What follows belongs to an exercise in optimizing a design on an open flow for small area and a short achievable clock period; a production flow would make more cautious choices. RTL that was checked went through simulation tests only; none was proved equivalent to the original. Only the layout flow was run in runs 4 to 6; the RTL was not checked for function there. The clock port is modelled as an ideal driver; clocking choices that lean on that would not hold on a real chip. Power figures rest on the tool's default switching activity, not on a simulated workload.

## flow/flow/run.sh

```bash
#!/bin/bash
# Own layout flow: the standard flow with four changes.
# 1. Synthesis is the standard one except for how the logic is mapped: no
#    half/full adder extraction before ABC, and ABC's script is flow/map.abc
#    (an area-oriented mapping). Registers are untouched.
# 2. Ports get plain buffers (buf_1) in place of the delay buffers that
#    buffer_ports picks by default.
# 3. CTS adds no dummy load cells to the clock tree.
# 4. After CTS, flow/post_cts.tcl upsizes cells on the slowest paths a little.
# Each tool's output goes to a log file of its own in this folder.
set -euo pipefail
W=$(pwd)
# synthesis script: synth_recipe.tcl with ABC's script replaced
{
  head -n 1 synth_recipe.tcl
  cat <<'EOT'
proc abc {args} {
  set i [lsearch -exact $args -script]
  if {$i >= 0} { set args [lreplace $args $i [expr {$i + 1}]] }
  set i [lsearch -exact $args -D]
  if {$i >= 0} { set args [lreplace $args $i [expr {$i + 1}]] }
  yosys abc -script $::env(FLOW_ABC_SCRIPT) {*}$args
}
EOT
  tail -n +2 synth_recipe.tcl
} > own_synth.tcl
export FLOW_ABC_SCRIPT=$W/flow/map.abc
sed -e "s|synth_recipe.tcl|own_synth.tcl|g" -e "s|^make -C |make ADDER_MAP_FILE= -C |" standard.sh > own_synth.sh
bash own_synth.sh synth > synth.log 2>&1
export BUFFER_PORTS_ARGS="-buffer_cell sky130_fd_sc_hd__buf_1"
export POST_CTS_TCL=$W/flow/post_cts.tcl
export CTS_ARGS="-sink_clustering_enable -repair_clock_nets -buf_list {sky130_fd_sc_hd__clkbuf_4 sky130_fd_sc_hd__clkbuf_8} -dont_use_dummy_load"
bash standard.sh > standard.log 2>&1
```

## flow/flow/map.abc

```
strash; &get -n; &fraig -x; &put; scorr; dc2; strash; &get -n; &syn2; &dch -f; &nf; &put
```

## flow/flow/post_cts.tcl

```tcl
# Upsize cells (and swap pins) on the slowest paths, aiming a little above the
# worst slack after CTS, then legalize the placement again.
log_cmd estimate_parasitics -placement
set wns [worst_slack -max]
set margin [expr {$wns + 0.7}]
puts "post_cts: worst slack $wns, sizing to margin $margin"
log_cmd repair_timing -setup -setup_margin $margin -sequence "sizeup,swap" -verbose
set result [catch { detailed_placement } msg]
if { $result != 0 } {
  error "Detailed placement failed after post-CTS sizing: $msg"
}
check_placement -verbose
log_cmd estimate_parasitics -placement
puts "post_cts: worst slack now [worst_slack -max]"
```

## flow/standard.sh

```bash
#!/bin/bash
# synth_recipe.tcl (not shown) runs the flow's synth.tcl, then flattens the netlist and writes it again
# the make line also repeats each setting of config.mk as NAME=value (left out here)
make -C /OpenROAD-flow-scripts/flow DESIGN_CONFIG=/design/flow/config.mk WORK_HOME=/design/flow/orfs CLKGATE_MAP_FILE= SYNTH_SCRIPT=/design/flow/synth_recipe.tcl "${@:-finish}"
```

## flow/config.mk

```make
export PLATFORM = sky130hd
export DESIGN_NAME = sojor_arbiter
export DESIGN_NICKNAME = sojor_arbiter
export VERILOG_FILES = /design/flow/design.v
export SDC_FILE = /design/flow/constraint.sdc
export NUM_CORES = 4
export LEC_CHECK = 0
export CAP_MARGIN = 20
export CORE_MARGIN = 2
export CORE_UTILIZATION = 40
export CTS_BUF_LIST = sky130_fd_sc_hd__clkbuf_4 sky130_fd_sc_hd__clkbuf_8
export GPL_TIMING_DRIVEN = 0
export SLEW_MARGIN = 20
```

## flow/constraint.sdc

```tcl
create_clock -name core_clock -period 28.0 [get_ports {clk}]
set_input_delay 5.6000 -clock core_clock [delete_from_list [all_inputs] [get_ports {clk}]]
set_output_delay 5.6000 -clock core_clock [all_outputs]
set_load 0.01 [all_outputs]
```

## flow/design.v

```verilog
module sojor_arbiter (
    input  wire        clk,
    input  wire        rst,         
    input  wire [6:0]  cfg_nth,     
    input  wire [7:0]  req,         
    input  wire [7:0]  live,        
    input  wire [7:0]  withdraw,    
    input  wire [31:0] flits,       
    input  wire        busy,        
    output reg  [7:0]  gnt,         
    output wire [2:0]  park,
    output wire        park_v,
    output wire [2:0]  hold_in,
    output wire        hold_v,
    output wire [3:0]  ratchet,     
    output wire [6:0]  gcount
);
    reg [2:0]  age_q  [0:7];
    reg [11:0] wait_q [0:7];
    reg [3:0]  rat_q;              
    reg [3:0]  len_q;              
    reg [2:0]  park_q;
    reg        park_v_q;
    reg [5:0]  gc_q;
    function ge7(input [6:0] a, input [6:0] b);
        integer k;
        reg r;
        begin
            r = 1'b1;
            for (k = 0; k < 7; k = k + 1)
                r = (a[k] & ~b[k]) | (a[k] & r) | (~b[k] & r);
            ge7 = r;
        end
    endfunction
    wire [7:0] ask     = req & live;
    wire       hv      = |rat_q;
    wire [7:0] park_oh = 8'd1 << park_q;
    wire       arb     = ~busy & ~hv;        
    wire [95:0] wait_v;
    wire [23:0] age_v;
    genvar gi;
    generate
        for (gi = 0; gi < 8; gi = gi + 1) begin : g_v
            assign wait_v[12*gi +: 12] = wait_q[gi];
            assign age_v[3*gi +: 3]    = age_q[gi];
        end
    endgenerate
    wire [7:0] wa, ww;
    sa_pick #(3)  u_pick_age  (.ask(ask), .v(age_v),  .win(wa));
    sa_pick #(12) u_pick_wait (.ask(ask), .v(wait_v), .win(ww));
    wire [6:0] gp     = {1'b0, gc_q} + 7'd1;
    wire [6:0] thr    = {cfg_nth[6], cfg_nth[5:0] & {6{~cfg_nth[6]}}};
    wire       hit    = ge7(gp, thr) & (|gp[6:2]);
    wire [6:0] gc_inc = gp;
    wire [7:0] w_oh   = hit ? ww : wa;       
    wire       fw     = park_v_q && ask == park_oh;
    wire [7:0] g_arb  = w_oh & ~withdraw;    
    always @* begin
        if (rst || busy)
            gnt = 8'd0;
        else if (hv)
            gnt = ask & park_oh;
        else
            gnt = g_arb;
    end
    integer i;
    reg [2:0] g_idx;
    reg [3:0] g_flits;
    always @* begin
        g_idx   = 3'd0;
        g_flits = 4'd0;
        for (i = 0; i < 8; i = i + 1)
            if (w_oh[i]) begin
                g_idx   = g_idx | i[2:0];
                g_flits = g_flits | flits[4*i +: 4];
            end
    end
    wire       granted = |g_arb;
    wire [3:0] rat_inc = rat_q + 4'd1;
    wire [7:0] w_clr  = {8{arb}} & w_oh;                        
    wire [7:0] hold_k = {8{~busy & hv}} & park_oh;              
    wire [7:0] w_inc  = ask & ~w_clr & ~hold_k;
    wire [7:0] a_inc  = {8{arb}} & ask & ~w_oh;
    wire [95:0] wait_d;
    wire [23:0] age_d;
    generate
        for (gi = 0; gi < 8; gi = gi + 1) begin : g_cnt
            sa_count #(12) u_wait (.q(wait_q[gi]), .inc(w_inc[gi]), .clr(rst | w_clr[gi]),
                                   .d(wait_d[12*gi +: 12]));
            sa_count #(3)  u_age  (.q(age_q[gi]),  .inc(a_inc[gi]), .clr(rst | w_clr[gi]),
                                   .d(age_d[3*gi +: 3]));
        end
    endgenerate
    always @(posedge clk) begin
        for (i = 0; i < 8; i = i + 1) begin
            wait_q[i] <= wait_d[12*i +: 12];
            age_q[i]  <= age_d[3*i +: 3];
        end
        if (arb && granted && g_flits > 4'd1)
            len_q <= g_flits;
        if (rst) begin
            rat_q    <= 4'd0;
            park_q   <= 3'd0;
            park_v_q <= 1'b0;
            gc_q     <= 6'd0;
        end else begin
            if (arb && ask != 8'd0 && !fw)
                gc_q <= hit ? 6'd0 : gc_inc[5:0];
            if (arb && granted) begin
                park_q   <= g_idx;
                park_v_q <= 1'b1;
                if (g_flits > 4'd1)
                    rat_q <= 4'd1;
            end
            if (!busy && hv && (ask & park_oh) != 8'd0)
                rat_q <= (rat_inc == len_q) ? 4'd0 : rat_inc;
        end
    end
    assign park    = park_q;
    assign park_v  = park_v_q;
    assign hold_in = park_q;
    assign hold_v  = hv;
    assign ratchet = rat_q;
    assign gcount  = {1'b0, gc_q};
endmodule
module sa_pick #(parameter W = 12) (
    input  wire [7:0]     ask,
    input  wire [8*W-1:0] v,
    output wire [7:0]     win
);
    function ge(input [W-1:0] a, input [W-1:0] b);
        integer k;
        reg r;
        begin
            r = 1'b1;
            for (k = 0; k < W; k = k + 1)
                r = (a[k] & ~b[k]) | (a[k] & r) | (~b[k] & r);
            ge = r;
        end
    endfunction
    wire [W-1:0] v0 = v[0*W +: W], v1 = v[1*W +: W], v2 = v[2*W +: W],
                 v3 = v[3*W +: W], v4 = v[4*W +: W], v5 = v[5*W +: W],
                 v6 = v[6*W +: W], v7 = v[7*W +: W];
    wire c10 = ge(v1, v0), c20 = ge(v2, v0), c21 = ge(v2, v1);
    wire c43 = ge(v4, v3), c53 = ge(v5, v3), c54 = ge(v5, v4);
    wire c76 = ge(v7, v6);
    wire [7:0] p;
    assign p[0] = ask[0] & (~ask[1] | ~c10) & (~ask[2] | ~c20);
    assign p[1] = ask[1] & (~ask[0] |  c10) & (~ask[2] | ~c21);
    assign p[2] = ask[2] & (~ask[0] |  c20) & (~ask[1] |  c21);
    assign p[3] = ask[3] & (~ask[4] | ~c43) & (~ask[5] | ~c53);
    assign p[4] = ask[4] & (~ask[3] |  c43) & (~ask[5] | ~c54);
    assign p[5] = ask[5] & (~ask[3] |  c53) & (~ask[4] |  c54);
    assign p[6] = ask[6] & (~ask[7] | ~c76);
    assign p[7] = ask[7] & (~ask[6] |  c76);
    wire any_a = |ask[2:0], any_b = |ask[5:3], any_c = |ask[7:6];
    wire [W-1:0] va = ({W{p[0]}} & v0) | ({W{p[1]}} & v1) | ({W{p[2]}} & v2);
    wire [W-1:0] vb = ({W{p[3]}} & v3) | ({W{p[4]}} & v4) | ({W{p[5]}} & v5);
    wire [W-1:0] vc = ({W{p[6]}} & v6) | ({W{p[7]}} & v7);
    wire cba = ge(vb, va), cca = ge(vc, va), ccb = ge(vc, vb);
    wire sel_a = any_a & ~(any_b & cba) & ~(any_c & cca);
    wire sel_b = any_b & cba & ~(any_c & ccb);
    wire sel_c = any_c & cca & ccb;
    assign win = p & {{2{sel_c}}, {3{sel_b}}, {3{sel_a}}};
endmodule
module sa_count #(parameter W = 12) (
    input  wire [W-1:0] q,
    input  wire         inc,
    input  wire         clr,
    output wire [W-1:0] d
);
    wire [W:0] c;
    assign c[0] = inc & ~&q;
    genvar k;
    generate
        for (k = 0; k < W; k = k + 1) begin : g_k
            assign d[k]   = ~clr & (q[k] ^ c[k]);
            assign c[k+1] = q[k] & c[k];
        end
    endgenerate
endmodule
```

==> results of run 1 <==
## power by group
group	total, W	switching (W)	internal, W
combinational	0.0000625	0.0000396	0.0000229
clock	0.000121	0.0000675	0.0000534
sequential	0.000208	0.00000694	0.000201
total	0.000391	0.000114	0.000277
## registers in the layout, summed over array words and instances (netlist names)
name and cells:
wait_q 96, gc_q 6, age_q 24, park_q 3
len_q 4, park_v_q 1, rat_q 4
## area by class of cell
type	instances	area (um2)	share of cell area [%]
multi-input cells	901	5680	57.4
flip-flops and latches	138	2800	28.4
repair buffers	102	427	4.32
inverters	97	364	3.68
well taps	280	350	3.54
clock buffers	17	234	2.37
plain buffers	4	30.0	0.304
## path summary, 6_finish.rpt
check | startpoint | end | slack (ps) | depth (start not counted)
hold reg to reg | age_q[6][2]$_DFF_P_ | age_q[6][2]$_DFF_P_ | 490 | 2
setup reg to reg | wait_q[3][2]$_DFF_P_ | len_q[2]$_DFFE_PP_ | 21170 | 23
hold / removal | age_q[6][2]$_DFF_P_ | age_q[6][2]$_DFF_P_ | 490 | 2
setup / recovery | req[7] | gnt[4] | 12690 | 16
## worst max-delay path: stages
cell and delay (ps):
buf_1 80, and2_0 320, a21oi_1 840, a22o_1 400
a22oi_1 120, a21oi_1 170, o21ai_0 120, a21oi_1 160
o21ai_0 130, a21o_1 200, a21oi_1 270, nor4_4 90
a22oi_1 730, o21ai_0 140, and3_1 200, buf_1 120
## Yosys cell counts, types with 17 or more instances
library cell	n	area (um2)
nand2b_1	26	163
a31oi_1	19	119
nand3_1	27	135
clkinv_1	97	364
and2_0	23	144
a222oi_1	35	350
nand4_1	18	113
a21oi_1	78	390
and3_1	19	119
nor3_1	59	295
nor2_1	130	488
o21ai_0	48	240
o22ai_1	51	319
a22oi_1	33	248
a221oi_1	17	149
a22o_1	24	210
xnor2_1	39	342
nor2b_1	20	125
nand2_1	72	270
dfxtp_1	134	2680
nor3b_1	22	165
## kinds of logic after synthesis
family	synth area share, %
buf+inv	4.51
xor+xnor	4.51
compound gates	32.5
other cells	0.0429
simple gates	25.7
flops	32.1
fa+ha+maj	0.687
## per-stage QoR
step | hold WS [ps] | instances | setup WS [ps] | area (um2)
6_report | 490 | 1539 | 12690 | 9880
5_1_grt | 516 | 1539 | 12490 | 9880
3_5_place_dp | 479 | 1520 | 12210 | 9560
3_3_place_gp | 481 | 1511 | 10820 | 9430
2_1_floorplan | 449 | 1140 | 12950 | 8740
## layer usage
layer | vias up | global-route usage, % | wire length (um)
met4 | 0 | 7.30 | 534
li1 | 4632 | - | -
met3 | 33 | 4.22 | 2150
met1 | 4516 | 34.2 | 13100
met2 | 357 | 37.3 | 12600
met5 | - | 0 | 0
==> out/results.tsv, run 1 <==
metric	value	unit
worstSetupStartpointType	input port	
globalRouteOverflowTotal	0	
p_leak	3.10	nW
fin_crit	15310	ps
routedWlPerCell	18.4	um
hold_violations	0	
synth_cells	1140	
crit_type	in -> out	
io_pins	93	
io_buffers	91	
syn-num-nets	1206	
tns	0	ps
rsz0062_at_grt	false	
final_cell_mix	134 x dfxtp_1, 129 x nor2_1, 97 x clkinv_1, 90 x buf_1, 77 x a21oi_1	
grt_pass1_vias	8606	
synth_edf_count	4	
ys.flop_type	dfxtp_1	
ant_nets	0	
insertion_delay	470	ps
cts.sinks	138	
worst_ep_required_time	22400	ps
num_antenna_cells	0	
routabilityCongestion	0.885	
routed-via-count	9538	
layout_commonest_cell	dfxtp_1	
first_pass_iters	9	
synth_area	8740	um2
skew	32.0	ps
wirelength	28300	um
final_layout_size_suffix_gt1_share	4.21	%
drcViolationCount	0	
die_area	23000	um2
num-fill-cells	2230	
synth.avg_cell_area	7.67	um2
viasPerCell	6.20	
synth_cell_type_count	59	
grt_first_pass_wirelength	45700	um
start_util	40.4	%
grt_use_total	24.0	%
row_count	54	
max_freq	65.3	MHz
design.final.nets	1327	
clk_pin_slew	70	ps
cts_tree	yes	
dr.first_iter.drc_count	1280	
worstSetupEndpointType	output pin	
cp_max_fo	13	
worstPathArrival	9710	ps
coreArea	21600	um2
finalMaxSlewViolations	0	
area_growth	13.1	%
synth-seq-cells	138	
cap_violations	0	
finish.utilization	45.7	%
status	timing/DRC/antenna clean	
die_h	152	um
slew_headroom	19.7	%
tightest_slew	1200	ps
peakVddDrop	0.0213	mV
dp_hpwl	21300	um
power.density	39.6	nW/um2
yosysSeqAreaShare	32.1	%
hold_path_class	reg -> reg	
antenna_found_initial	0	
post-route-period-util	54.7	%
grt_max_degree	27	
ys_warn_count	7	
async_flop_share	0	%
setup_viol	0	
die_w	152	um
power	0.000391	W
==> run 2: changes to the inputs <==
--- a/flow/config.mk
+++ b/flow/config.mk
@@ -10,4 +10,3 @@
 export CORE_UTILIZATION = 40
 export CTS_BUF_LIST = sky130_fd_sc_hd__clkbuf_4 sky130_fd_sc_hd__clkbuf_8
-export GPL_TIMING_DRIVEN = 0
 export SLEW_MARGIN = 20
==> out/results.tsv, run 2 <==
metric	value	unit
io_pins	93	
ant_nets	0	
power	0.000397	W
num_antenna_cells	0	
ys.flop_type	dfxtp_1	
async_flop_share	0	%
io_buffers	91	
layout_commonest_cell	dfxtp_1	
synth-seq-cells	138	
worstSetupStartpointType	input port	
cap_violations	0	
p_leak	3.11	nW
row_count	54	
largest_reg_flops	96	
first_pass_iters	10	
final_layout_size_suffix_gt1_share	4.53	%
cts_tree	yes	
place_area	9520	um2
antenna_found_initial	0	
worst_ep_required_time	22400	ps
design.final.nets	1326	
skew	24.6	ps
wirelength	29600	um
routed-via-count	9685	
ys_top_cells_by_area	dfxtp_1 31%, nor2_1 5.6%, a21oi_1 4.5%	
finish.utilization	45.5	%
drcViolationCount	0	
power.density	40.3	nW/um2
crit_top_cell	a21oi_1	
die_h	152	um
slew_headroom	28.4	%
synth_edf_count	4	
synth_cells	1140	
tightest_slew	1070	ps
finish.instance_area	9840	um2
top_regs	wait_q (96), age_q (24), gc_q (6)	
rsz0062_at_grt	false	
worstSetupEndpointType	output pin	
grt_pass1_vias	9082	
synth_common_cells	134 x dfxtp_1, 130 x nor2_1, 97 x clkinv_1	
grt_use_total	25.5	%
synth.avg_cell_area	7.67	um2
ys_warn_count	7	
post-route-period-util	52.6	%
die_w	152	um
syn-num-nets	1206	
fin_crit	14720	ps
crit_type	in -> out	
synth_cell_type_count	59	
hold_path_class	reg -> reg	
yosysTopAreaCell	dfxtp_1	
synth_most_common_cell	dfxtp_1	
globalRouteOverflowTotal	0	
cp_max_fo	13	
worstPathArrival	9120	ps
start_util	40.4	%
top_register	wait_q	
grt_first_pass_wirelength	48300	um
dp_hpwl	21800	um
die_area	23000	um2
tns	0	ps
area_growth	12.6	%
setup_viol	0	
routedWlPerCell	19.2	um
coreArea	21600	um2
final_cell_mix	134 x dfxtp_1, 129 x nor2_1, 97 x clkinv_1, 88 x buf_1, 76 x a21oi_1	
yosysSeqAreaShare	32.1	%
synth_area	8740	um2
clk_pin_slew	90	ps
path_cells	buf_1 > and2_0 > o21a_1 > a22o_1 > a22oi_1 > a21oi_1 > o21ai_0 > a21oi_1 > o21ai_0 > a21o_1 > a21oi_1 > nor4_4 > a22oi_2 > o21ai_1 > and3_1 > clkbuf_2	
grt_max_degree	27	
slowest_stage	and2_0	
dr.first_iter.drc_count	1240	
peakVddDrop	0.0239	mV
viasPerCell	6.30	
critical-path-max-stage-delay	540	ps
status	timing/DRC/antenna clean	
insertion_delay	460	ps
yosysTopAreaCellShare	30.7	%
max_freq	67.9	MHz
routabilityCongestion	0.919	
finalMaxSlewViolations	0	
cts.sinks	138	
hold_violations	0	
==> run 2: cell counts after synthesis <==
No cell type changed its count.
==> run 2: cell type report <==
class | instances | area, um2
Clock buffer | 17 | 234
Fill cell | 2239 | 11800
Inverter | 97 | 364
Timing Repair Buffer | 105 | 454
Multi-Input combinational cell | 901 | 5640
Sequential cell | 138 | 2800
Tap cell | 280 | 350
==> run 2: logic make-up after synthesis <==
logic type / after synthesis / synth area share [%]
compound gates: 400 / 32.5
xor+xnor: 45 / 4.51
fa+ha+maj: 6 / 0.687
buf+inv: 101 / 4.51
flops: 138 / 32.1
other cells: 1 / 0.0429
simple gates: 449 / 25.7
==> run 2: per-layer routing <==
layer  vias to the layer above  wire [um]  part of all wire [%]  GRT usage, %
li1                       4608          -                     -             -
met1                      4588      13300                    45          35.2
met2                       420      13200                    44          40.6
met3                        69       2320                   7.8          4.68
met4                         0        822                   2.8          7.48
met5                         -          0                     0             0
==> run 2: worst paths after layout <==
kind | from | to | slack [ps] | cells after the start
worst min-delay path | age_q[7][2]$_DFF_P_ | age_q[7][2]$_DFF_P_ | 500 | 2
worst max-delay path | req[7] | gnt[5] | 13280 | 16
worst max register to register | wait_q[3][2]$_DFF_P_ | len_q[3]$_DFFE_PP_ | 21290 | 23
worst min register to register | age_q[7][2]$_DFF_P_ | age_q[7][2]$_DFF_P_ | 500 | 2
==> run 2: worst max-delay path: cells and delay by family <==
family / cells / cell delay, ps
simple gates: 3 / 820
compound gates: 11 / 2480
buf+inv: 2 / 210
==> run 2: power by group <==
part | switching (W) | internal (W)
registers | 0.00000732 | 0.000201
clock network | 0.0000730 | 0.0000535
logic | 0.0000395 | 0.0000225
==> run 2: stage by stage <==
stage | hold slack [ps] | setup slack, ps | cells
after floorplan | 449 | 12950 | 1140
after global placement | 479 | 12910 | 1521
after detailed placement | 481 | 12740 | 1521
after global routing | 525 | 12900 | 1538
final | 497 | 13280 | 1538
==> run 3: changes to the inputs <==
==> flow/flow/map.abc (replaced) <==
strash; &get -n; &fraig -x; &put; scorr; dc2; strash; &get -n; &syn3; &dch -f; &nf; &put
==> out/results.tsv, run 3 <==
metric	value	unit
setup_viol	0	
grt_max_degree	28	
first_pass_iters	6	
synth_cell_type_count	57	
r2r-start	wait_q[4][1]$_DFF_P_	
synth_common_cells	143 x nor2_1, 134 x dfxtp_1, 95 x clkinv_1	
design.final.nets	1358	
critical-path-max-stage-delay	700	ps
synth-seq-cells	138	
num-fill-cells	2306	
cap_violations	0	
skew	28.6	ps
synth_edf_count	4	
rsz0062_at_grt	false	
crit_family	simple AND/OR/NAND/NOR gates	
tns	0	ps
worstSetupEndpointType	output pin	
insertion_delay	460	ps
cts_tree	yes	
largest_reg_flops	96	
finish.utilization	45.7	%
tightest_slew	939	ps
finalMaxSlewViolations	0	
post-route-period-util	53.3	%
fin_crit	14930	ps
top_register	wait_q	
ys.flop_type	dfxtp_1	
worst_ep_required_time	22400	ps
die_w	153	um
slowest_stage	a222oi_1	
synth.avg_cell_area	7.49	um2
io_pins	93	
seq_area	2800	um2
routedWlPerCell	18.6	um
crit_type	in -> out	
row_count	54	
multi_input_area	5800	um2
die_h	153	um
synth_area	8830	um2
final_cell_mix	140 x nor2_1, 134 x dfxtp_1, 95 x clkinv_1, 90 x buf_1, 86 x nand2_1	
yosysTopAreaCellShare	30.4	%
ant_nets	0	
max_freq	67.0	MHz
status	timing/DRC/antenna clean	
area_growth	12.7	%
top_regs	wait_q (96), age_q (24), gc_q (6)	
hold_path_class	reg -> reg	
worstSetupStartpointType	input port	
cp_max_fo	12	
place_area	9560	um2
hold_violations	0	
layout_commonest_cell	nor2_1	
drcViolationCount	0	
ys_warn_count	7	
async_flop_share	0	%
viasPerCell	6.14	
grt_use_total	24.5	%
coreArea	21800	um2
wirelength	29200	um
num_antenna_cells	0	
crit_start	req[2]	
synth_cells	1178	
final_layout_size_suffix_gt1_share	4.34	%
hold_start	park_v_q$_SDFFE_PP0P_	
cts.sinks	138	
dp_cells	1553	
routed-via-count	9643	
dp_hpwl	22200	um
synth_most_common_cell	nor2_1	
instances_no_fill	1570	
p_leak	3.15	nW
ys_top_cells_by_area	dfxtp_1 30%, nor2_1 6.1%, a21oi_1 4.9%	
path_cells	buf_1 > nand2_1 > or3_1 > and2_2 > a222oi_1 > nand2b_1 > o21ai_0 > o221ai_1 > a222oi_1 > o221ai_1 > a22oi_1 > nor3b_2 > a22oi_1 > buf_4 > nor2_2 > a21oi_1 > nor3_1 > clkbuf_2	
worst-path-buf-inv	3	
worstPathArrival	9330	ps
peakVddDrop	0.0234	mV
routabilityCongestion	0.946	
yosysTopAreaCell	dfxtp_1	
io_buffers	91	
die_area	23300	um2
power.density	39.3	nW/um2
antenna_found_initial	0	
dr.first_iter.drc_count	1004	
clk_pin_slew	70	ps
globalRouteOverflowTotal	0	
grt_first_pass_wirelength	46300	um
syn-num-nets	1244	
slew_headroom	37.4	%
yosysSeqAreaShare	31.7	%
start_util	40.6	%
finish.instance_area	9950	um2
grt_pass1_vias	8716	
==> run 3: cell types whose count changed after synthesis, moves of 8 or more <==
cell,previous run,this run
a21oi_1,78,86
nor3_1,59,79
a22oi_1,33,48
a22o_1,24,14
o22ai_1,51,32
and2_0,23,32
nand2_1,72,88
nor2_1,130,143
==> run 3: final timing paths <==
kind                      endpoint  depth (start not counted)  slack [ps]
max                         gnt[6]                         18       13070
max reg2reg     len_q[0]$_DFFE_PP_                         22       21260
min reg2reg  park_v_q$_SDFFE_PP0P_                          2         530
min          park_v_q$_SDFFE_PP0P_                          2         530
==> run 3: kinds of logic after synthesis <==
logic type               after synthesis  share of synthesized area, %
AO/OA/AOI/OAI                        388                          31.1
XOR/XNOR                              37                          3.67
adder cells (fa/ha/maj)                6                         0.680
buffers and inverters                 99                          4.38
flip-flops                           138                          31.7
other                                  1                        0.0425
AND/OR/NAND/NOR                      509                          28.4
==> run 3: area by class of cell <==
type                    count  area share [%]
clock buffers              17            2.35
inverters                  95            3.58
multi-input cells         941            58.3
flip-flops and latches    138            28.2
well taps                 280            3.52
repair buffers             99            4.05
==> run 3: through the flow <==
step,total power [W],setup slack (ps),hold slack (ps)
5_1_grt,0.000409,12830,567
3_5_place_dp,0.000269,12510,507
2_1_floorplan,0.000248,13200,470
6_report,0.000391,13070,535
3_3_place_gp,0.000269,12650,502
==> run 3: layer usage <==
| layer | vias up | share of wire [%] | GRT usage [%] |
|---|---|---|---|
| met4 | 0 | 3.3 | 10.2 |
| li1 | 4688 | - | - |
| met3 | 76 | 7.6 | 5.15 |
| met2 | 404 | 45 | 38.8 |
| met1 | 4475 | 44 | 32.3 |
| met5 | - | 0 | 0 |
==> run 3: tightest hold or removal path, stage by stage, from the launching register on <==
cell	delay (ps)
dfxtp_1	340
nor2_1	110
nor2_1	40
==> run 3: report_power, final <==
group	total [W]	internal, W	leakage, nW	switching (W)
logic	0.0000614	0.0000223	1.91	0.0000391
clock network	0.000122	0.0000534	0.122	0.0000683
registers	0.000208	0.000201	1.12	0.00000669
total	0.000391	0.000277	3.15	0.000114
==> run 4: changes to the inputs <==
--- a/flow/design.v
+++ b/flow/design.v
@@ -47,5 +47,5 @@
     endgenerate
     wire [7:0] wa, ww;
-    sa_pick #(3)  u_pick_age  (.ask(ask), .v(age_v),  .win(wa));
+    sa_pick_elim #(3) u_pick_age (.ask(ask), .v(age_v), .win(wa));
     sa_pick #(12) u_pick_wait (.ask(ask), .v(wait_v), .win(ww));
     wire [6:0] gp     = {1'b0, gc_q} + 7'd1;
@@ -180,2 +180,28 @@
     endgenerate
 endmodule
+module sa_pick_elim #(parameter W = 3) (
+    input  wire [7:0]     ask,
+    input  wire [8*W-1:0] v,
+    output wire [7:0]     win
+);
+    reg [7:0] c, b;
+    reg       any;
+    integer   k, i;
+    always @* begin
+        c = ask;
+        for (k = W - 1; k >= 0; k = k - 1) begin
+            for (i = 0; i < 8; i = i + 1)
+                b[i] = v[W*i + k];
+            any = |(c & b);
+            c   = c & (b | {8{~any}});
+        end
+    end
+    assign win[7] = c[7];
+    assign win[6] = c[6] & ~c[7];
+    assign win[5] = c[5] & ~|c[7:6];
+    assign win[4] = c[4] & ~|c[7:5];
+    assign win[3] = c[3] & ~|c[7:4];
+    assign win[2] = c[2] & ~|c[7:3];
+    assign win[1] = c[1] & ~|c[7:2];
+    assign win[0] = c[0] & ~|c[7:1];
+endmodule
==> flow/flow/map.abc (replaced) <==
strash; &get -n; &fraig -x; &put; scorr; dc2; strash; &get -n; &syn2; &dch -f; &nf; &put
==> out/results.tsv, run 4 <==
metric	value	unit
synth-xor-area-share	4.76	%
max_freq	65.7	MHz
ant_nets	0	
num-fill-cells	2192	
area_growth	12.2	%
io_pins	93	
antenna_found_initial	0	
finish.utilization	45.5	%
synth-seq-cells	138	
top_register	wait_q	
dp_slack	12200	ps
first_pass_iters	8	
top_regs	wait_q (96), age_q (24), gc_q (6)	
tns	0	ps
status	timing/DRC/antenna clean	
num_antenna_cells	0	
synth_common_cells	134 x dfxtp_1, 120 x nor2_1, 79 x nand2_1	
synth-compound-area-share	31.2	%
dp_hpwl	20600	um
worstPathArrival	9630	ps
ys_top_cells_by_area	dfxtp_1 32%, nor2_1 5.3%, a21oi_1 4.2%	
peakVddDrop	0.0300	mV
rsz0062_at_grt	false	
cts.sinks	138	
routabilityCongestion	0.894	
finish.instance_area	9510	um2
globalRouteOverflowTotal	0	
cts_tree	yes	
syn-num-nets	1165	
slew_headroom	19.9	%
grt_pass1_vias	8199	
yosysTopAreaCellShare	31.7	%
ys.flop_type	dfxtp_1	
grt_use_total	24.6	%
synth_area	8470	um2
route.met3.wl	1720	um
design.final.nets	1283	
place_area	9220	um2
fin_crit	15230	ps
synth-adder-area-share	0	%
synth_cells	1099	
synth-simple-area-share	27.1	%
power.density	42.2	nW/um2
viasPerCell	6.13	
final_cell_mix	134 x dfxtp_1, 120 x nor2_1, 91 x buf_1, 78 x nand2_1, 77 x clkinv_1	
p_leak	2.90	nW
worst_ep_required_time	22400	ps
postLayoutSetupSlackWorst	12770	ps
insertion_delay	450	ps
synth_top_family_by_area	compound AO/OA/AOI/OAI gates	
synth.avg_cell_area	7.71	um2
synth_most_common_cell	dfxtp_1	
skew	23.1	ps
async_flop_share	0	%
wl_met1	12600	um
cp_max_fo	3	
start_util	40.5	%
dr_wl_met2	12500	um
cap_violations	0	
wirelength	27200	um
synth_edf_count	4	
hold_path_class	reg -> reg	
drcViolationCount	0	
yosysSeqAreaShare	33.1	%
die_h	150	um
final_layout_size_suffix_gt1_share	3.21	%
layout_commonest_cell	dfxtp_1	
ys_warn_count	7	
synth_cell_type_count	54	
hold_violations	0	
die_area	22400	um2
routed-via-count	9140	
tightest_slew	1170	ps
worstSetupStartpointType	input port	
die_w	150	um
grt_first_pass_wirelength	43700	um
clk_pin_slew	60	ps
grt_max_degree	26	
io_buffers	91	
maxUsedRoutingLayer	met4	
setup_viol	0	
dr.first_iter.drc_count	966	
post-route-period-util	54.4	%
synthMuxAreaShare	0	%
yosysTopAreaCell	dfxtp_1	
crit_type	in -> out	
coreArea	20900	um2
row_count	53	
routedWlPerCell	18.3	um
largest_reg_flops	96	
worstSetupEndpointType	output pin	
finalMaxSlewViolations	0	
[run 4: changes by cell type in the layout (fill, tap and decap cells not counted), sizes merged, moves of 9 or more]
cell / before / now
nor2: 143 / 120
nor3: 79 / 58
a22oi: 48 / 29
clkinv: 95 / 77
o22ai: 32 / 48
a21oi: 86 / 71
nand2b: 25 / 39
nand2: 88 / 79
[run 4: worst max-delay path: stages]
cell,delay (ps)
buf_1,80
and2_0,240
o221a_1,170
a2111oi_0,990
a221oi_1,210
a22oi_1,250
a21oi_1,90
o21ai_0,220
a21oi_1,110
o21ai_0,190
a21oi_1,120
o21ai_0,170
nand4b_1,200
o22ai_1,430
nand2b_1,150
a21oi_1,230
buf_1,180
[run 4: area by class of cell]
| type | instances | area (um2) | area share (%) |
|---|---|---|---|
| Multi-Input combinational cell | 880 | 5400 | 56.9 |
| Sequential cell | 138 | 2800 | 29.5 |
| Timing Repair Buffer | 103 | 432 | 4.54 |
| Tap cell | 275 | 344 | 3.62 |
| Inverter | 77 | 289 | 3.04 |
| Clock buffer | 17 | 234 | 2.46 |
[run 4: routing by layer]
| layer | vias to the layer above | track usage (%) |
|---|---|---|
| met2 | 331 | 40.2 |
| li1 | 4456 | - |
| met1 | 4319 | 33.8 |
| met5 | - | 0 |
| met3 | 34 | 4.12 |
| met4 | 0 | 6.24 |
[run 4: cell families (layout without fill, tap and decap cells)]
logic type,count (synthesis),count (layout)
and+or+nand+nor,461,461
AOI/OAI and AO/OA,372,372
DFF,138,138
buffers and inverters,81,197
xor gates and xnor gates,46,46
other,1,1
[run 4: worst paths after layout]
kind / startpoint / to / slack [ps] / cells after the start
max: req[3] / gnt[5] / 12770 / 17
min: gc_q[3]$_SDFFE_PP0P_ / gc_q[3]$_SDFFE_PP0P_ / 490 / 2
max reg2reg: wait_q[3][2]$_DFF_P_ / wait_q[5][10]$_DFF_P_ / 21010 / 25
min reg2reg: gc_q[3]$_SDFFE_PP0P_ / gc_q[3]$_SDFFE_PP0P_ / 490 / 2
[run 4: per-stage QoR]
| stage | hold WS, ps | total power, W | cells |
|---|---|---|---|
| finish | 489 | 0.000401 | 1490 |
| global placement | 466 | 0.000280 | 1473 |
| detailed placement | 484 | 0.000281 | 1473 |
| floorplan | 448 | 0.000256 | 1099 |
| global route | 517 | 0.000421 | 1490 |
[run 4: power by group]
group	switching, W	internal, W
combinational	0.0000436	0.0000245
sequential	0.00000785	0.000202
clock	0.0000696	0.0000535
==> run 5: changes to the inputs <==
==> flow/flow/map.abc (replaced) <==
strash; &get -n; &fraig -x; &put; scorr; dc2; dretime; strash; &get -n; &dch -f; &nf; &put
==> out/results.tsv, run 5 <==
metric	value	unit
post-route-period-util	57.2	%
reg2reg_to	rat_q[1]$_SDFFE_PP0P_	
power.density	42.9	nW/um2
peakVddDrop	0.0263	mV
dp_cells	1547	
layout_commonest_cell	dfxtp_1	
synth_area	8610	um2
die_w	151	um
cts.sinks	138	
async_flop_share	0	%
crit_start	req[5]	
setup_viol	0	
dp_hpwl	22500	um
ant_nets	0	
io_pins	93	
r2r-start	wait_q[3][1]$_DFF_P_	
dr.first_iter.drc_count	883	
slowest_stage	nor3_1	
p_leak	3.21	nW
num-fill-cells	2222	
crit_type	in -> out	
critical-path-max-stage-delay	620	ps
die_area	22700	um2
skew	31.7	ps
path_depth	21	
design.final.nets	1357	
synth-seq-cells	138	
wirelength	29700	um
crit_path_end	gnt[7]	
ys_top_cells_by_area	dfxtp_1 31%, a21oi_1 6.2%, o21ai_0 5.6%	
r2r_slack	20930	ps
start_util	40.8	%
fin_crit	16010	ps
io_buffers	91	
die_h	151	um
path_cells	buf_1 > and2_0 > buf_4 > a222oi_1 > nand3_1 > a211oi_2 > nor2_1 > nor2_1 > a22oi_1 > nand3_1 > a211oi_1 > o21a_1 > a22oi_1 > nand2_1 > nor3_1 > nor2_1 > o21ai_1 > o21a_1 > nand2b_1 > a21oi_1 > buf_1	
hold_path_class	reg -> reg	
slew_headroom	25.8	%
tightest_slew	1100	ps
routabilityCongestion	0.929	
yosysTopAreaCell	dfxtp_1	
cap_violations	0	
tns	0	ps
cts_tree	yes	
area_growth	11.6	%
row_count	53	
max_freq	62.5	MHz
grt_use_total	25.9	%
worstPathArrival	10410	ps
synth_most_common_cell	dfxtp_1	
drcViolationCount	0	
top_regs	wait_q (96), age_q (24), gc_q (6)	
globalRouteOverflowTotal	0	
status	timing/DRC/antenna clean	
top_register	wait_q	
yosysSeqAreaShare	32.6	%
antenna_found_initial	0	
synth_cell_type_count	60	
yosysTopAreaCellShare	31.2	%
grt_pass1_vias	8381	
worstSetupEndpointType	output pin	
coreArea	21100	um2
instances_no_fill	1564	
worst_ep_required_time	22400	ps
first_pass_iters	8	
clk_pin_slew	70	ps
synth_common_cells	134 x dfxtp_1, 125 x nor2_1, 106 x a21oi_1	
num_antenna_cells	0	
grt_first_pass_wirelength	45700	um
syn-num-nets	1240	
routed-via-count	9600	
viasPerCell	6.14	
grt_max_degree	23	
final_cell_mix	134 x dfxtp_1, 124 x nor2_1, 106 x a21oi_1, 100 x nand2_1, 95 x o21ai_0	
hold_violations	0	
worstSetupStartpointType	input port	
ys.flop_type	dfxtp_1	
synth_cells	1174	
crit_top_cell	nor2_1	
crit_family	compound AO/OA/AOI/OAI gates	
routedWlPerCell	19.0	um
largest_reg_flops	96	
finalMaxSlewViolations	0	
insertion_delay	450	ps
whs_path_depth	2	
reg2reg_depth	23	
synth.avg_cell_area	7.33	um2
rsz0062_at_grt	false	
ys_warn_count	7	
synth_edf_count	4	
cp_max_fo	11	
worst-path-buf-inv	3	
final_layout_size_suffix_gt1_share	2.48	%
-- run 5: power breakdown --
part	internal, W	leakage, nW	total [W]	switching, W
clock	0.0000535	0.122	0.000125	0.0000719
combinational	0.0000263	1.97	0.0000763	0.0000500
sequential	0.000203	1.12	0.000211	0.00000811
-- run 5: area by class of cell --
class / instances / area (um2) / area share, %
Multi-Input combinational cell: 944 / 5480 / 57.0
Sequential cell: 138 / 2800 / 29.2
Timing Repair Buffer: 102 / 424 / 4.41
Tap cell: 275 / 344 / 3.58
Inverter: 88 / 330 / 3.44
Clock buffer: 17 / 234 / 2.43
-- run 5: worst min path at each step --
stage / slack, ps / start / to
final: 500 / age_q[7][2]$_DFF_P_ / age_q[7][2]$_DFF_P_
after global routing: 520 / age_q[7][2]$_DFF_P_ / age_q[7][2]$_DFF_P_
after detailed placement: 480 / age_q[7][2]$_DFF_P_ / age_q[7][2]$_DFF_P_
after global placement: 490 / age_q[7][2]$_DFF_P_ / age_q[7][2]$_DFF_P_
after floorplan: 440 / age_q[7][2]$_DFF_P_ / age_q[7][2]$_DFF_P_
-- run 5: metrics by stage --
stage	power (W)	utilization [%]	cell area, um2	hold WS [ps]	worst slack [ps]
floorplan	0.000261	-	8610	444	12610
global placement	0.000289	44.4	9360	486	11490
detailed placement	0.000290	44.4	9360	477	11380
global route	0.000431	45.6	9610	524	11400
finish	0.000413	45.6	9610	502	11990
-- run 5: cell families after synthesis --
group           count (synthesis)  synth area share (%)
other cells                     1                0.0436
compound gates                435                  33.0
buf+inv                        92                  4.19
flops                         138                  32.6
fa+ha+maj                       6                 0.698
xor+xnor                       16                  1.63
simple gates                  486                  27.9
-- run 5: worst reg2reg max path, stage by stage (launching register included) --
cell and delay (ps):
dfxtp_1 490, clkinv_1 110, maj3_1 360, o221ai_1 170, a31oi_1 100, o21ai_0 220, a222oi_1 100, o21ai_0 330
a31oi_1 200, and2_0 430, a222oi_1 770, a22o_1 230, a21oi_1 40, o21ai_0 200, a31oi_1 120, o311a_1 380
o221ai_1 530, o32a_1 480, or2_0 180, o21ai_0 140, o41ai_1 620, a31oi_1 300, o32a_1 430, nor2_1 80
-- run 5: per-layer routing --
layer | global-route usage, % | vias up | wire [um]
met3 | 5.70 | 48 | 2330
met1 | 36.5 | 4491 | 13700
met5 | 0 | - | 0
met4 | 7.34 | 0 | 635
met2 | 39.8 | 382 | 13000
li1 | - | 4679 | -
==> run 6: changes to the inputs <==
--- a/flow/flow/run.sh
+++ b/flow/flow/run.sh
@@ -1,4 +1,4 @@
 #!/bin/bash
-# Own layout flow: the standard flow with four changes.
+# Own layout flow: the standard flow with three changes.
 # 1. Synthesis is the standard one except for how the logic is mapped: no
 #    half/full adder extraction before ABC, and ABC's script is flow/map.abc
@@ -6,6 +6,5 @@
 # 2. Ports get plain buffers (buf_1) in place of the delay buffers that
 #    buffer_ports picks by default.
-# 3. CTS adds no dummy load cells to the clock tree.
-# 4. After CTS, flow/post_cts.tcl upsizes cells on the slowest paths a little.
+# 3. After CTS, flow/post_cts.tcl upsizes cells on the slowest paths a little.
 # Each tool's output goes to a log file of its own in this folder.
 set -euo pipefail
@@ -30,4 +29,3 @@
 export BUFFER_PORTS_ARGS="-buffer_cell sky130_fd_sc_hd__buf_1"
 export POST_CTS_TCL=$W/flow/post_cts.tcl
-export CTS_ARGS="-sink_clustering_enable -repair_clock_nets -buf_list {sky130_fd_sc_hd__clkbuf_4 sky130_fd_sc_hd__clkbuf_8} -dont_use_dummy_load"
 bash standard.sh > standard.log 2>&1
==> flow/flow/map.abc (replaced) <==
strash; &get -n; &fraig -x; &put; scorr; dc2; strash; &get -n; &syn2; &dch -f; &nf; &put
==> out/results.tsv, run 6 <==
metric	value	unit
status	timing/DRC/antenna clean	
design.final.nets	1283	
worstSetupEndpointType	output pin	
die_area	22400	um2
synth-seq-cells	138	
worstSetupStartpointType	input port	
coreArea	20900	um2
area_growth	13.9	%
p_leak	2.96	nW
syn-num-nets	1165	
first_pass_iters	10	
ys.flop_type	dfxtp_1	
setup_viol	0	
tns	0	ps
crit_type	in -> out	
antenna_found_initial	0	
skew	13.9	ps
cp_max_fo	15	
grt_use_total	24.7	%
cts_tree	yes	
hold_path_class	reg -> reg	
power.density	45.6	nW/um2
drcViolationCount	0	
power	0.000440	W
synth_most_common_cell	dfxtp_1	
final_layout_size_suffix_gt1_share	4.31	%
async_flop_share	0	%
grt_max_degree	26	
final_cell_mix	134 x dfxtp_1, 120 x nor2_1, 91 x buf_1, 78 x nand2_1, 77 x clkinv_1	
yosysTopAreaCell	dfxtp_1	
tightest_slew	1060	ps
rsz0062_at_grt	false	
io_pins	93	
dp_hpwl	20600	um
start_util	40.5	%
grtUsageMet2	40.1	%
yosysTopAreaCellShare	31.7	%
dr.first_iter.drc_count	1029	
synthMuxAreaShare	0	%
slew_headroom	27.4	%
ys_top_cells_by_area	dfxtp_1 32%, nor2_1 5.3%, a21oi_1 4.2%	
synth-xor-area-share	4.76	%
synth_common_cells	134 x dfxtp_1, 120 x nor2_1, 79 x nand2_1	
globalRouteOverflowTotal	0	
grt-busiest-layer	met2	
worst_ep_required_time	22400	ps
crit_top_cell	a21oi_1	
synth_cell_type_count	54	
synth_edf_count	4	
critical-path-max-stage-delay	600	ps
grt_first_pass_wirelength	43700	um
grt_use_met3	3.96	%
synth.avg_cell_area	7.71	um2
insertion_delay	470	ps
routedWlPerCell	18.1	um
worstPathArrival	9640	ps
synth-adder-area-share	0	%
grt_pass1_vias	8207	
cap_violations	0	
io_buffers	91	
wirelength	27300	um
clk_pin_slew	80	ps
layout_commonest_cell	dfxtp_1	
path_cells	buf_1 > and2_0 > o221a_1 > a211oi_1 > buf_4 > a222oi_1 > clkinv_1 > a21oi_1 > o21ai_0 > a21oi_1 > o21ai_0 > a222oi_1 > o2bb2ai_1 > a221oi_2 > o2bb2ai_1 > buf_4 > nand2b_1 > a21oi_1 > buf_1	
synth_top_family_by_area	compound AO/OA/AOI/OAI gates	
ant_nets	0	
num-fill-cells	2171	
viasPerCell	6.10	
met1_usage	33.9	%
synth_cells	1099	
synth-simple-area-share	27.1	%
fin_crit	15250	ps
synth-compound-area-share	31.2	%
ys_warn_count	7	
yosysSeqAreaShare	33.1	%
cts.sinks	138	
top_regs	wait_q (96), age_q (24), gc_q (6)	
die_w	150	um
synth_area	8470	um2
top_register	wait_q	
slowest_stage	a222oi_1	
row_count	53	
max_freq	65.6	MHz
post-route-period-util	54.4	%
hold_violations	0	
finish.utilization	46.2	%
routabilityCongestion	0.894	
die_h	150	um
peakVddDrop	0.0313	mV
routed-via-count	9178	
largest_reg_flops	96	
num_antenna_cells	0	
finalMaxSlewViolations	0	
-- run 6: cell count changes in the layout (fill, tap and decap cells not counted), moves of 12 or more --
cell	change
a21oi_1	-35
a31oi_1	-14
nand2_1	-22
a222oi_1	+16
a221oi_1	+12
xnor2_1	+25
o21ai_0	-52
nand2b_1	+13
and3_1	-12
-- run 6: worst paths after layout --
| path | cells after the start | slack, ps | start | end |
|---|---|---|---|---|
| max | 19 | 12760 | req[3] | gnt[1] |
| max reg2reg | 25 | 21050 | wait_q[3][2]$_DFF_P_ | wait_q[5][10]$_DFF_P_ |
| min reg2reg | 2 | 490 | gc_q[3]$_SDFFE_PP0P_ | gc_q[3]$_SDFFE_PP0P_ |
| min | 2 | 490 | gc_q[3]$_SDFFE_PP0P_ | gc_q[3]$_SDFFE_PP0P_ |
-- run 6: metrics by stage --
stage | setup slack, ps | cells | area, um2 | hold WS, ps
6_report | 12760 | 1505 | 9650 | 492
5_1_grt | 12370 | 1505 | 9650 | 520
3_5_place_dp | 12200 | 1473 | 9220 | 484
3_3_place_gp | 12210 | 1473 | 9220 | 466
2_1_floorplan | 13020 | 1099 | 8470 | 448
-- run 6: layout make-up --
type,instances,area [um2],area share (%)
Sequential cell,138,2800,29.1
Clock buffer,20,263,2.72
Multi-Input combinational cell,880,5400,56.0
Clock inverter,12,115,1.19
Tap cell,275,344,3.57
Timing Repair Buffer,103,432,4.47
Inverter,77,289,3.00
-- run 6: worst max-delay path: cells and delay by family --
family | cells | cell delay (ps)
buffers and inverters | 5 | 890
AND/OR/NAND/NOR | 2 | 380
AO/OA/AOI/OAI | 12 | 2760
-- run 6: layer usage --
metal  up-vias  share of wire (%)
met2       338                 46
met1      4330                 46
met5         -                  0
li1       4474                  -
met3        36                6.4
met4         0                1.9
-- run 6: cells by family after synthesis --
| group | count (synthesis) |
|---|---|
| buf+inv | 81 |
| simple gates | 461 |
| flops | 138 |
| xor+xnor | 46 |
| other cells | 1 |
| compound gates | 372 |
-- run 6: where the power goes --
| group | switching, W | leakage [nW] | internal (W) |
|---|---|---|---|
| clock | 0.0000871 | 0.184 | 0.0000753 |
| sequential | 0.00000787 | 1.12 | 0.000202 |
| combinational | 0.0000436 | 1.65 | 0.0000244 |

-- static timing again, ports no longer ideal --
Ports are ideal in the flow. The routed layouts listed here were re-timed in OpenROAD. Step 1 sets driving cells, clkbuf_16 on the clock port and buf_2 on the other inputs (assumed; they add their load-dependent delay and slew). Step 2, shift: input delay + t, output delay - t, t = (earliest + latest rising clock arrival at the registers) / 2. This alone moves slack from input paths to output paths. Slacks: no drivers / after step 1 / after step 2; pairs: no drivers / after step 1.
run | shift t [ns] | slack for setup (ns) | worst setup path after step 2 | slew at the worst register clock pin (ns) | worst data-port slew with drivers (ns)
run 1 | 0.493 | 12.690 / 12.666 / 12.666 | input to output | 0.09 / 0.09 | 0.05
run 2 | 0.494 | 13.279 / 13.252 / 13.252 | input to output | 0.09 / 0.09 | 0.05
run 3 | 0.484 | 13.072 / 13.046 / 13.046 | input to output | 0.08 / 0.08 | 0.04
run 4 | 0.484 | 12.769 / 12.750 / 12.750 | input to output | 0.08 / 0.08 | 0.04
run 5 | 0.484 | 11.990 / 11.969 / 11.969 | input to output | 0.08 / 0.08 | 0.04
run 6 | 0.508 | 12.755 / 12.733 / 12.733 | input to output | 0.09 / 0.09 | 0.04
After both steps every run listed still meets setup and hold. For run 2, which loses most, drivers alone change the setup slack by -0.027 ns; drivers and shift together by -0.027 ns.
